This is an optimization exercise on Yosys and OpenROAD, whose aim is small area and a short achievable clock period, not a production implementation. In this exercise RTL edits were held to simulation tests only and were not proved equivalent to the original. Power and IR drop assume default switching activity.

$ cat design.v
module dec_unit (
    input  wire         clk,
    input  wire         rst,       
    input  wire         trig,      
    input  wire [1:0]   op,        
    input  wire [127:0] a,
    input  wire [127:0] b,
    output reg  [127:0] r,         
    output wire         done,      
    output reg          cpl,       
    output reg          dov,       
    output reg          exc,       
    output reg  [15:0]  detail     
);
    reg [127:0] a_q, b_q;
    reg [1:0]   op_q;
    reg [4:0]   cnt;               
    assign done = (cnt == 5'd0);
    wire         is_chk   = op[1];
    wire [127:0] counted  = is_chk ? b : (a | b);
    wire         over15   = |counted[127:64];    
    wire         over23   = |counted[127:96];    
    wire [4:0]   latency  = over23 ? 5'd18 : over15 ? 5'd12 : 5'd6;
    function automatic [124:0] bcd_add(input [123:0] x, input [123:0] y,
                                       input cin);
        integer i;
        reg       c;
        reg [4:0] s;
        begin
            c = cin;
            for (i = 0; i < 31; i = i + 1) begin
                s = {1'b0, x[4*i +: 4]} + {1'b0, y[4*i +: 4]} + {4'd0, c};
                if (s > 5'd9) begin
                    s = s + 5'd6;
                    c = 1'b1;
                end else begin
                    c = 1'b0;
                end
                bcd_add[4*i +: 4] = s[3:0];
            end
            bcd_add[124] = c;
        end
    endfunction
    function automatic [123:0] nines(input [123:0] x);
        integer i;
        begin
            for (i = 0; i < 31; i = i + 1)
                nines[4*i +: 4] = 4'd9 - x[4*i +: 4];
        end
    endfunction
    function automatic [15:0] first_bad(input [127:0] v, input which);
        integer i;
        reg found;
        begin
            first_bad = 16'd0;
            found = 1'b0;
            for (i = 0; i < 32; i = i + 1) begin
                if (!found && ((i == 0) ? (v[3:0] < 4'hA) : (v[4*i +: 4] > 4'd9))) begin
                    found = 1'b1;
                    first_bad = 16'h0020 | ({15'd0, which} << 6) | (i[15:0] << 7);
                end
            end
        end
    endfunction
    wire         op_chk  = op_q[1];
    wire         op_sub  = (op_q == 2'b01);
    wire [15:0]  bad_a   = first_bad(a_q, 1'b0);
    wire [15:0]  bad_b   = first_bad(b_q, 1'b1);
    wire [15:0]  bad     = op_chk ? bad_b : ((bad_a != 16'd0) ? bad_a : bad_b);
    wire         invalid = (bad != 16'd0);
    wire         neg_a   = (a_q[3:0] == 4'hB) || (a_q[3:0] == 4'hD);
    wire         neg_b   = ((b_q[3:0] == 4'hB) || (b_q[3:0] == 4'hD)) ^ op_sub;
    wire [123:0] mag_a   = a_q[127:4];
    wire [123:0] mag_b   = b_q[127:4];
    wire         eff_sub = neg_a ^ neg_b;
    wire         a_ge_b  = (mag_a >= mag_b);
    wire [123:0] mag_big     = a_ge_b ? mag_a : mag_b;
    wire [123:0] mag_small   = a_ge_b ? mag_b : mag_a;
    wire [124:0] sum     = eff_sub ? bcd_add(mag_big, nines(mag_small), 1'b1)
                                   : bcd_add(mag_a, mag_b, 1'b0);
    wire [123:0] mag_r   = sum[123:0];
    wire         ovf     = !eff_sub && sum[124];
    wire         neg_r   = eff_sub ? (a_ge_b ? neg_a : neg_b) : neg_a;
    wire         zero_r  = (mag_r == 124'd0) && !ovf;
    wire [3:0]   sign_r  = (neg_r && !zero_r) ? 4'hD : 4'hC;
    wire [127:0] result  = op_chk ? b_q : {mag_r, sign_r};
    wire         res_dov = !op_chk && ovf;
    always @(posedge clk) begin
        if (rst) begin
            cnt    <= 5'd0;
            r      <= 128'd0;
            cpl    <= 1'b0;
            dov    <= 1'b0;
            exc    <= 1'b0;
            detail <= 16'd0;
        end else if (trig) begin
            a_q  <= a;
            b_q  <= b;
            op_q <= op;
            cnt  <= latency - 5'd1;
            cpl  <= 1'b0;
        end else if (cnt == 5'd1) begin
            cnt    <= 5'd0;
            cpl    <= 1'b1;
            dov    <= res_dov && !invalid;
            exc    <= invalid;
            detail <= bad;
            if (!invalid)
                r <= result;
        end else begin
            if (cnt != 5'd0)
                cnt <= cnt - 5'd1;
            cpl <= 1'b0;
        end
    end
endmodule
$ cat run.sh
#!/bin/bash
# synth_recipe.tcl (not shown) runs the flow's synth.tcl, then flattens the netlist and writes it again
# the make line also repeats each setting of config.mk as NAME=value (left out here)
make -C /OpenROAD-flow-scripts/flow DESIGN_CONFIG=/design/flow/config.mk WORK_HOME=/design/flow/orfs CLKGATE_MAP_FILE= SYNTH_SCRIPT=/design/flow/synth_recipe.tcl finish
$ cat config.mk
export PLATFORM = sky130hd
export DESIGN_NAME = dec_unit
export DESIGN_NICKNAME = dec_unit
export VERILOG_FILES = /design/flow/design.v
export SDC_FILE = /design/flow/constraint.sdc
export NUM_CORES = 4
export LEC_CHECK = 0
export CAP_MARGIN = 20
export CORE_MARGIN = 2
export CORE_UTILIZATION = 40
export SLEW_MARGIN = 20
$ cat constraint.sdc
create_clock -name core_clock -period 70.0 [get_ports {clk}]
set_input_delay 14.0000 -clock core_clock [delete_from_list [all_inputs] [get_ports {clk}]]
set_output_delay 14.0000 -clock core_clock [all_outputs]
set_load 0.01 [all_outputs]
==> run notes <==
cells in the mapped netlist, types with 65 or more instances:
cell type / count / area [um2]
a21oi_1: 428 / 2142
clkbuf_1: 124 / 465.5
dfxtp_1: 143 / 2863
edfxtp_1: 258 / 7747
fa_1: 92 / 1842
ha_1: 466 / 5831
inv_1: 282 / 1059
mux2i_1: 87 / 870.8
nand2_1: 466 / 1749
nor2_1: 506 / 1899
nor3_1: 65 / 325.3
o21ai_0: 290 / 1451
xnor2_1: 182 / 1594
registers in the layout, indices dropped and copies added (netlist names):
| signal | count |
|---|---|
| cnt | 5 |
| detail | 7 |
| a_q | 128 |
| r | 128 |
| exc | 1 |
| b_q | 128 |
| cpl | 1 |
| op_q | 2 |
| dov | 1 |
through the flow:
| step | std cells | util (%) | setup WS [ns] | total power [mW] | hold WS, ns |
|---|---|---|---|---|---|
| after CTS | 5871 | 47.58 | 4.047 | 1.463 | 0.4507 |
| after global routing | 5871 | 47.60 | 0.1464 | 1.584 | 0.4715 |
| after detailed placement | 5785 | 45.92 | 4.092 | 1.209 | 0.4425 |
| final | 5873 | 47.61 | 5.080 | 1.472 | 0.4516 |
| after global placement | 5785 | 45.92 | 4.173 | 1.200 | 0.4387 |
| after floorplan | 4327 | - | 12.18 | 0.9407 | 0.4761 |
power by group:
part           switching [mW]  internal, mW  total (mW)
clock network           0.106         0.141       0.248
registers              0.0178         0.265       0.283
logic                   0.570         0.371       0.941
total                   0.694         0.778        1.47
cells by family after synthesis:
kind of cell,after synthesis
and+or+nand+nor,1430
buffers and inverters,440
other,1
xor gates and xnor gates,226
AOI/OAI and AO/OA,1147
DFF,401
muxes,116
adders and majority gates,558
path summary, 6_finish.rpt:
check,from,to,slack [ns],cells after the start
worst max-delay path,b_q[4]$_DFFE_PP_,r[0]$_SDFFE_PP0P_,5.08,256
worst min-delay path,r[117]$_SDFFE_PP0P_,r[117]$_SDFFE_PP0P_,0.45,2
worst max register to register,b_q[4]$_DFFE_PP_,r[0]$_SDFFE_PP0P_,5.08,256
worst min register to register,r[117]$_SDFFE_PP0P_,r[117]$_SDFFE_PP0P_,0.45,2
what timing repair did:
action | in CTS | in global routing
resized for setup | 0 | 8
setup endpoints to repair | 0 | 1
buffers inserted | 0 | 0
tightest hold or removal path, delay by kind of cell, from the launching register on:
family	cells	cell delay, ns
DFF	1	0.31
and+or+nand+nor	1	0.05
AOI/OAI and AO/OA	1	0.05
metal layers:
layer	part of all wire [%]	track usage, %	up-vias
li1	-	-	16170
met1	45	38.94	16040
met2	44	44.67	1217
met3	7.3	4.576	202
met4	3.3	9.212	4
met5	0.016	0	-
cell type report:
class	instances	area share [%]
multi-input cells	3486	56.55
flip-flops and latches	401	24.35
repair buffers	429	9.763
well taps	1186	3.406
clock buffers	61	2.961
inverters	283	2.438
clock inverters	25	0.5169
diodes	2	0.01149
==> flow_summary.json <==
{
  "synth_edf_count": 258,
  "cts_tree": "done",
  "worstPathRequired_ns": 70.51,
  "hpwlAfterDp_um": 106600,
  "path_max_fanout": 5,
  "syn_area_um2": 36840,
  "final_hold_viol_count": 0,
  "cts_sinks": 401,
  "critPathTopFamily": "adder cells",
  "worst_pin_slew_ns": 1.175,
  "slew_headroom_pct": 20.94,
  "dr.pass1.iters": 6,
  "ant_nets": 0,
  "syn_avg_cell_area_um2": 8.529,
  "fin_crit_sh_pct": 92.74,
  "antenna_found_initial": 3,
  "vias": 33630,
  "synth_compound_gate_area_share_pct": 19.33,
  "port_buffers": 399,
  "syn_inst": 4319,
  "cp.arrival_ns": 65.43,
  "critPathKind": "flip-flop to flip-flop",
  "synth.yosys.warnings": 1,
  "drt-vias-per-instance": 5.727,
  "grt.total_usage_pct": 28.14,
  "report.final.setup_viol": 0,
  "rows": 111,
  "io_pins": 409,
  "seqCellArea_um2": 10610,
  "fmax_mhz": 15.40,
  "startpoint_type": "flip-flop",
  "cts_hold_buf": 0,
  "cp_num_buf_inv": 31,
  "synthFlopType": "edfxtp_1",
  "status": "timing/DRC/antenna clean",
  "crit_slowest_cell": "a2111oi_1",
  "ys_seq_area_share_pct": 28.80,
  "drv_slew": 0,
  "skew_ns": 0.03436,
  "synth-xor-area-share_pct": 5.374,
  "tns_ns": 0,
  "ys_seq_elements": 401,
  "synthMuxAreaShare_pct": 3.261,
  "endpoint_kind": "flip-flop",
  "ir_worst_vdd_v": 0.00001734,
  "grt_start_max_net_pins": 220,
  "yosys.area_share.simple_pct": 17.75,
  "leakage_nw": 17.82,
  "initial_core_util_pct": 40.25,
  "min_period_ns": 64.92,
  "multi_input_area_um2": 24640,
  "final_cell_mix": "nor2_1 (505), ha_1 (466), nand2_1 (465), a21oi_1 (428), clkdlybuf4s50_1 (398)",
  "wl_per_cell_um": 23.06,
  "design.core.area_um2": 91520,
  "syn2layout_area_growth_pct": 18.29,
  "drc_errors": 0,
  "cts-root-buf": "clkbuf_16",
  "clkTransAtPathRegs_ns": 0.07,
  "yosysUniqueCellTypes": 95,
  "htree_levels": 2,
  "placed_area_um2": 42030,
  "final_area_um2": 43570,
  "maxCapViolCount": 0,
  "grt_pass1_wl_um": 202100,
  "clock_path_buffers": 3,
  "cts_buffers": 47,
  "dieWidth_um": 307.5,
  "gp_congestion": 0.9635,
  "die_h_um": 307.5,
  "overflow": 0,
  "cpPeakStageDelay_ns": 0.71,
  "cpMostUsedCell": "fa_1",
  "hp-class": "flip-flop to flip-flop",
  "synthAdderAreaFrac_pct": 20.83,
  "final_common_cell": "nor2_1",
  "drt-initial-drc-count": 2951,
  "clk_latency_ns": 0.65,
  "rsz0062_at_grt": "false",
  "drive_gt1_share_pct": 3.842,
  "grt_pass1_vias": 32250,
  "synth_top_family_by_area": "adder cells",
  "n_fill_cell": 8835,
  "die_area_um2": 94530,
  "wl_um": 135400,
  "cellPowerDensity_nw_per_um2": 33.78,
  "nNetsFinal": 5467,
  "synth-async-reset-ratio_pct": 0
}

re-timing with driven ports:
In the flow no input, the clock included, has a driving cell. The finished layout below was timed again as built, in two steps. Step 1, drivers: a clkbuf_16 drives clk and a buf_2 each remaining input, both assumed. Step 2 also shifts input and output timing later by t, the mid clock arrival at the registers, as if the neighbouring blocks saw the same clock. Slacks: ideal / step 1 / step 2; pairs: ideal / step 1.
t (ns): 0.704
setup WS [ns]: 5.080 / 5.080 / 5.080
worst data-port slew with drivers (ns): 0.06
After both steps setup and hold are still met in this run. The setup slack of this run moves by 0.000 ns with the drivers and by 0.000 ns with both steps.
